Background: an optimization exercise with open tools, aiming at small area, a short achievable clock period and few clock cycles per item. Do not read the settings as production practice.
The RTL was checked by simulation tests, not by an equivalence proof against the original design.
Power and IR drop assume default switching activity.

==> flow/design.v (excerpt) <==
module kf_tss_check (
    input  wire         clk,
    input  wire         rst,
    input  wire         in_valid,
    output wire         in_ready,
    input  wire         in_seq_stopped,
    input  wire         in_pin_owned,
    input  wire [31:0]  in_period,
    input  wire [319:0] in_entry,
    output wire         out_valid,
    output wire [15:0]  out_status,
    output wire [3:0]   out_field
);
    assign in_ready = 1'b1;
    wire [31:0] off  [0:7];
    wire [15:0] slot [0:3];
    genvar g;
    generate
        for (g = 0; g < 8; g = g + 1) begin : g_off
            assign off[g] = in_entry[32*g +: 32];
        end
        for (g = 0; g < 4; g = g + 1) begin : g_slot
            assign slot[g] = in_entry[256 + 16*g +: 16];
        end
    endgenerate
    integer i, k;
    function ge32(input [31:0] a, input [31:0] b);
        reg [31:0] G, P;
        integer s, j;
        begin
            G = a & ~b;
            P = a | ~b;
            G[0] = P[0];
            for (s = 1; s < 32; s = s * 2)
                for (j = 0; j < 32; j = j + 2 * s) begin
                    G[j] = G[j+s] | (P[j+s] & G[j]);
                    P[j] = P[j+s] & P[j];
                end
            ge32 = G[0];
        end
    endfunction
    function near_cs(input [31:0] a, input [31:0] b, input integer m);
        reg [32:0] S, V, G, P;
        integer s, j;
        begin
            for (j = 0; j < 33; j = j + 1) begin
                if (j == 32) S[j] = 1'b0;
                else if (j < m) S[j] = ~(a[j] ^ b[j]);
                else S[j] = a[j] ^ b[j];
                if (j == 0) V[j] = 1'b1;    
                else if (j - 1 < m) V[j] = a[j-1] & ~b[j-1];
                else V[j] = a[j-1] | ~b[j-1];
            end
            G = S & V;
            P = S | V;
            for (s = 1; s < 33; s = s * 2)
                for (j = 0; j + s < 33; j = j + 2 * s) begin
                    G[j] = G[j+s] | (P[j+s] & G[j]);
                    P[j] = P[j+s] & P[j];
                end
            near_cs = ~G[0];
        end
    endfunction
    function lt33(input [32:0] a, input [32:0] c);
        reg [32:0] G, P;
        integer s, j;
        begin
            G = c & ~a;
  ...
clock: 7.0 ns
lec_check: 0
cap_margin: 20
core_margin: 2
core_utilization: 40
place_density: 0.6
slew_margin: 20
run.sh (not shown) runs the stock make flow with config.mk's settings and CLKGATE_MAP_FILE= SYNTH_SCRIPT=/design/flow/synth_recipe.tcl, a recipe that flattens the netlist after the stock synthesis.
Testbench counts at the start, summed over its fixed seeds: cycles 24,016, items 24,000.
Next try:
--- a/flow/config.mk
+++ b/flow/config.mk
@@ -10,3 +10,4 @@
 export CORE_UTILIZATION = 40
 export PLACE_DENSITY = 0.6
+export SETUP_SLACK_MARGIN = 2
 export SLEW_MARGIN = 20
=> Sequential share of layout area does not change. Cell area is unchanged. Total power stays the same. Worst hold slack stays the same. Routed wire length does not change.
Next try:
==> flow/flow/run.sh (new file) <==
#!/bin/bash
# The standard layout (standard.sh), with the ports buffered by the smallest buffer
# (sky130_fd_sc_hd__buf_1) instead of the one buffer_ports picks by default.
set -euo pipefail
export BUFFER_PORTS_ARGS="-buffer_cell sky130_fd_sc_hd__buf_1"
bash standard.sh > standard.log 2>&1
==> flow/standard.sh (new file) <==
#!/bin/bash
# synth_recipe.tcl (not shown) runs the flow's synth.tcl, then flattens the netlist and writes it again
# the make line also repeats each setting of config.mk as NAME=value (left out here)
make -C /OpenROAD-flow-scripts/flow DESIGN_CONFIG=/design/flow/config.mk WORK_HOME=/design/flow/orfs CLKGATE_MAP_FILE= SYNTH_SCRIPT=/design/flow/synth_recipe.tcl "${@:-finish}"
--- a/flow/config.mk
+++ b/flow/config.mk
@@ -10,4 +10,3 @@
 export CORE_UTILIZATION = 40
 export PLACE_DENSITY = 0.6
-export SETUP_SLACK_MARGIN = 2
 export SLEW_MARGIN = 20
removed: flow/run.sh
=> The new run completed with no timing, DRC or antenna violations. Non-clock buffer count goes up by 2. Final area goes down by about 13%. Flip-flop and latch count stays the same. Core utilization goes down by 7.2 points. Power goes down by about 7.5%. Combinational power goes down by about 10%. Worst setup slack improves by 0.42 ns.

kf_tss_check, a different RTL version from the one above (not shown whole).
Size: ~2100 cells after synthesis, ~83 flip-flops.
## kf_tss_check
module kf_tss_check (
    input  wire         clk,
    input  wire         rst,
    input  wire         in_valid,
    output wire         in_ready,
    input  wire         in_seq_stopped,
    input  wire         in_pin_owned,
    input  wire [31:0]  in_period,
    input  wire [319:0] in_entry,
    output wire         out_valid,
    output wire [15:0]  out_status,
    output wire [3:0]   out_field
);
==> flow/config.mk <==
export PLATFORM = sky130hd
export DESIGN_NAME = kf_tss_check
export DESIGN_NICKNAME = kf_tss_check
export VERILOG_FILES = /design/flow/design.v
export SDC_FILE = /design/flow/constraint.sdc
export NUM_CORES = 4
export LEC_CHECK = 0
export CAP_MARGIN = 20
export CORE_MARGIN = 2
export CORE_UTILIZATION = 60
export CTS_BUF_LIST = sky130_fd_sc_hd__clkbuf_8
export PLACE_DENSITY = 0.7
export SETUP_SLACK_MARGIN = 4.6
export SLEW_MARGIN = 20
export SYNTH_HIERARCHICAL = 1
export SYNTH_MINIMUM_KEEP_SIZE = 0
export TNS_END_PERCENT = 10
==> flow/constraint.sdc <==
create_clock -name core_clock -period 7.0 [get_ports {clk}]
set_input_delay 1.4000 -clock core_clock [delete_from_list [all_inputs] [get_ports {clk}]]
set_output_delay 1.4000 -clock core_clock [all_outputs]
set_load 0.01 [all_outputs]
standard.sh (not shown) runs the stock make flow with config.mk's settings and CLKGATE_MAP_FILE= SYNTH_SCRIPT=/design/flow/synth_recipe.tcl, a recipe that flattens the netlist after the stock synthesis.
==> flow/flow/run.sh <==
#!/bin/bash
# The standard layout (standard.sh), with the ports buffered by the smallest buffer
# (sky130_fd_sc_hd__buf_1) instead of the one buffer_ports picks by default.
set -euo pipefail
export BUFFER_PORTS_ARGS="-buffer_cell sky130_fd_sc_hd__buf_1"
bash standard.sh > standard.log 2>&1
The baseline passed the timing, DRC and antenna checks.
Testbench counts at the start, summed over its fixed seeds: cycles 24,016, items 24,000.
Next try:
CORE_UTILIZATION = 55   (was 60)
PLACE_DENSITY = 0.62   (was 0.7)
TNS_END_PERCENT = 5   (was 10)
After rerunning: The changed run finished with timing, DRC and antenna clean; final cell count rises by 0.35%; setup slack gains 0.0066 ns; first-iteration DRC count came out lower by 3.9%; cell area stays flat; power stays flat; hold slack loses 0.011 ns; via count grows by 0.51%; die area grows by 8.9%.
Next try:
CORE_UTILIZATION = 60   (was 55)
PLACE_DENSITY = 0.66   (was 0.62)
What happened:
- power stays flat
- synthesized cell count is unchanged
- utilization is higher by 4.9 points
- register-to-register slack improves by 0.09 ns
- cell area shrinks by 0.34%
- die area is lower by 8.1%
- flip-flop and latch count does not change
- routed wire length went down by 4.2%
- final cell count drops by 0.35%
- via count fell by 0.43%
- first-iteration DRC count went down by 13%
Next try:
PLACE_DENSITY = 0.7   (was 0.66)
Critical path depth decreases by 1.
Cell area increases by 0.36%.
Clock-buffer cell count is unchanged.
Worst setup slack is worse by 0.075 ns.
Cell count stays flat.
Next try:
PLACE_DENSITY = 0.62   (was 0.7)
Effect: The changed run went through all stages and came out clean; final area drops by 0.36%; die area does not change; non-clock buffer count came out lower by 1; power goes up by 0.44%; synthesized area stays the same; worst setup slack improved by 0.075 ns; fmax went up by 3.1%; utilization shrinks by 0.25 points.
Next try:
CTS_BUF_LIST = not set   (was sky130_fd_sc_hd__clkbuf_8)
PLACE_DENSITY = 0.7   (was 0.62)
SETUP_SLACK_MARGIN = 4.8   (was 4.6)
Result: Final cell count goes up slightly; global-route usage goes down by 0.23 points; via count goes up slightly; design area goes up by a few percent.

Setup of north:
Another version of the RTL of kf_tss_check (not shown whole).
Size: about 2100 cells after synthesis, roughly 380 I/O pins, ~16000 um2 of cells after synthesis.
export LEC_CHECK = 0
export CAP_MARGIN = 20
export CORE_MARGIN = 2
export CORE_UTILIZATION = 60
export CTS_BUF_LIST = sky130_fd_sc_hd__clkbuf_8
export PLACE_DENSITY = 0.7
export SETUP_SLACK_MARGIN = 4.8
export SLEW_MARGIN = 20
export SYNTH_HIERARCHICAL = 1
export SYNTH_MINIMUM_KEEP_SIZE = 0
export TNS_END_PERCENT = 5
create_clock -name core_clock -period 7.0 [get_ports {clk}]
Scripts as last shown in full above: flow/flow/run.sh
north reached the end of the flow, and the finished layout is clean on the timing, DRC and antenna checks.
Testbench counts of north, summed over its fixed seeds: cycles 24,016, items 24,000.
For south, these inputs were changed with respect to north:
Settings: changing SETUP_SLACK_MARGIN from 4.8 to 5; removing CTS_BUF_LIST (formerly sky130_fd_sc_hd__clkbuf_8).
[summary]
- Summary of the comparison: global-route usage over all layers is higher in south, relative to north.
- Run comparison: south slowest library cell on the worst path sky130_fd_sc_hd__nor2b_1; north slowest library cell on the worst path sky130_fd_sc_hd__buf_1
- Status: first-pass GRT wire length parity (north, south)
- Delta (south minus north): count of plain and timing-repair buffers in the layout closely matched the old numbers, synthesized cell count closely matched the old numbers, critical path depth closely matched the old numbers, worst hold slack decreased by 0.0066 ns relative to the old numbers.
- The time the final worst path needs with I/O delays and setup of south is higher than that of north.
- Looking at source of the critical timing path, the in_entry[91] result is from south; the in_entry[6] one comes from north.

RTL: one of the versions met above, not the one the previous note started from.
For scale: about 83 flip-flops, roughly 380 I/O pins, about 0.015 sq mm of cells after synthesis.
Settings: LEC_CHECK=0, CAP_MARGIN=20, CORE_MARGIN=2, CORE_UTILIZATION=60, CTS_BUF_LIST=sky130_fd_sc_hd__clkbuf_8, PLACE_DENSITY=0.62, SETUP_SLACK_MARGIN=4.6, SLEW_MARGIN=20, SYNTH_HIERARCHICAL=1, SYNTH_MINIMUM_KEEP_SIZE=0, TNS_END_PERCENT=5; clock period 7.0 ns.
==> flow/flow/run.sh <==
#!/bin/bash
# The standard layout (standard.sh), with the ports buffered by the smallest buffer
# (sky130_fd_sc_hd__buf_1) instead of the one buffer_ports picks by default, and the
# period bits' port buffers, which drive every period comparison, resized to
# sky130_fd_sc_hd__buf_4 after global placement (flow/upsize.tcl).
set -euo pipefail
export BUFFER_PORTS_ARGS="-buffer_cell sky130_fd_sc_hd__buf_1"
export POST_GLOBAL_PLACE_TCL="$(pwd)/flow/upsize.tcl"
bash standard.sh > standard.log 2>&1
==> flow/flow/upsize.tcl <==
# Drive the period bits, which fan out to every period comparison, with a stronger port
# buffer than the others.
set n 0
foreach port [get_ports {in_period[*]}] {
  set net [get_nets [get_full_name $port]]
  foreach pin [get_pins -of_objects $net] {
    set inst [get_cells -of_objects $pin]
    if { [get_property [get_lib_cells -of_objects $inst] name] eq "sky130_fd_sc_hd__buf_1" } {
      replace_cell $inst sky130_fd_sc_hd__buf_4
      incr n
    }
  }
}
puts "upsize.tcl: $n period port buffers resized to sky130_fd_sc_hd__buf_4"
The baseline finished clean.
Testbench counts at the start, summed over its fixed seeds: cycles 24,016, items 24,000.
==> next run, changes <==
==> flow/flow/run.sh (replaced) <==
#!/bin/bash
# The standard layout (standard.sh), with the ports buffered by the smallest buffer
# (sky130_fd_sc_hd__buf_1) instead of the one buffer_ports picks by default.
set -euo pipefail
export BUFFER_PORTS_ARGS="-buffer_cell sky130_fd_sc_hd__buf_1"
bash standard.sh > standard.log 2>&1
PLACE_DENSITY = 0.7   (was 0.62)
SETUP_SLACK_MARGIN = 4.8   (was 4.6)
removed: flow/flow/upsize.tcl
The changed run ran to the end with no violations.
Sequential cell count stays the same.
Clock power is lower by about 3%.
Power is higher by 1.8%.
Worst setup slack got worse by 0.081 ns.

afterwards: timing with drivers on the ports:
In the flow no input, the clock included, has a driving cell. The finished layouts below were timed again as built, in two steps. Step 1, drivers: a clkbuf_16 drives clk and a buf_2 each remaining input, both assumed. Step 2 adds t to the input delays and takes it off the output delays; t is the mean of the earliest and latest rising clock arrival at the registers after step 1. Input paths then give back, and output paths get back, about the clock's delay inside the block. Slacks: ideal / step 1 / step 2; pairs: ideal / step 1.
| run | t (ns) | setup WS [ns] | slew at the worst register clock pin (ns) |
|---|---|---|---|
| the first run of note 1 | 0.337 | 2.084 / 2.104 / 1.767 | 0.07 / 0.07 |
| the second run of note 1 | 0.337 | 2.084 / 2.104 / 1.767 | 0.07 / 0.07 |
| the third run of note 1 | 0.336 | 2.501 / 2.474 / 2.138 | 0.07 / 0.07 |
| the first run of note 2 | 0.419 | 4.491 / 4.496 / 4.077 | 0.11 / 0.11 |
| the second run of note 2 | 0.419 | 4.497 / 4.519 / 4.100 | 0.10 / 0.10 |
| the third run of note 2 | 0.429 | 4.559 / 4.573 / 4.144 | 0.11 / 0.11 |
| the fourth run of note 2 | 0.418 | 4.483 / 4.493 / 4.075 | 0.11 / 0.11 |
| the fifth run of note 2 | 0.429 | 4.559 / 4.573 / 4.144 | 0.11 / 0.11 |
| the sixth run of note 2 | 0.397 | 4.456 / 4.467 / 4.070 | 0.07 / 0.07 |
| north | 0.424 | 4.537 / 4.467 / 4.043 | 0.10 / 0.10 |
| south | 0.397 | 4.491 / 4.450 / 4.054 | 0.07 / 0.07 |
| the first run of note 4 | 0.429 | 4.535 / 4.537 / 4.108 | 0.11 / 0.11 |
| the second run of note 4 | 0.419 | 4.454 / 4.462 / 4.043 | 0.11 / 0.11 |
After both steps setup and hold are still met in every run listed. For north, which loses most, drivers alone change the setup slack by -0.070 ns; drivers and shift together by -0.494 ns.
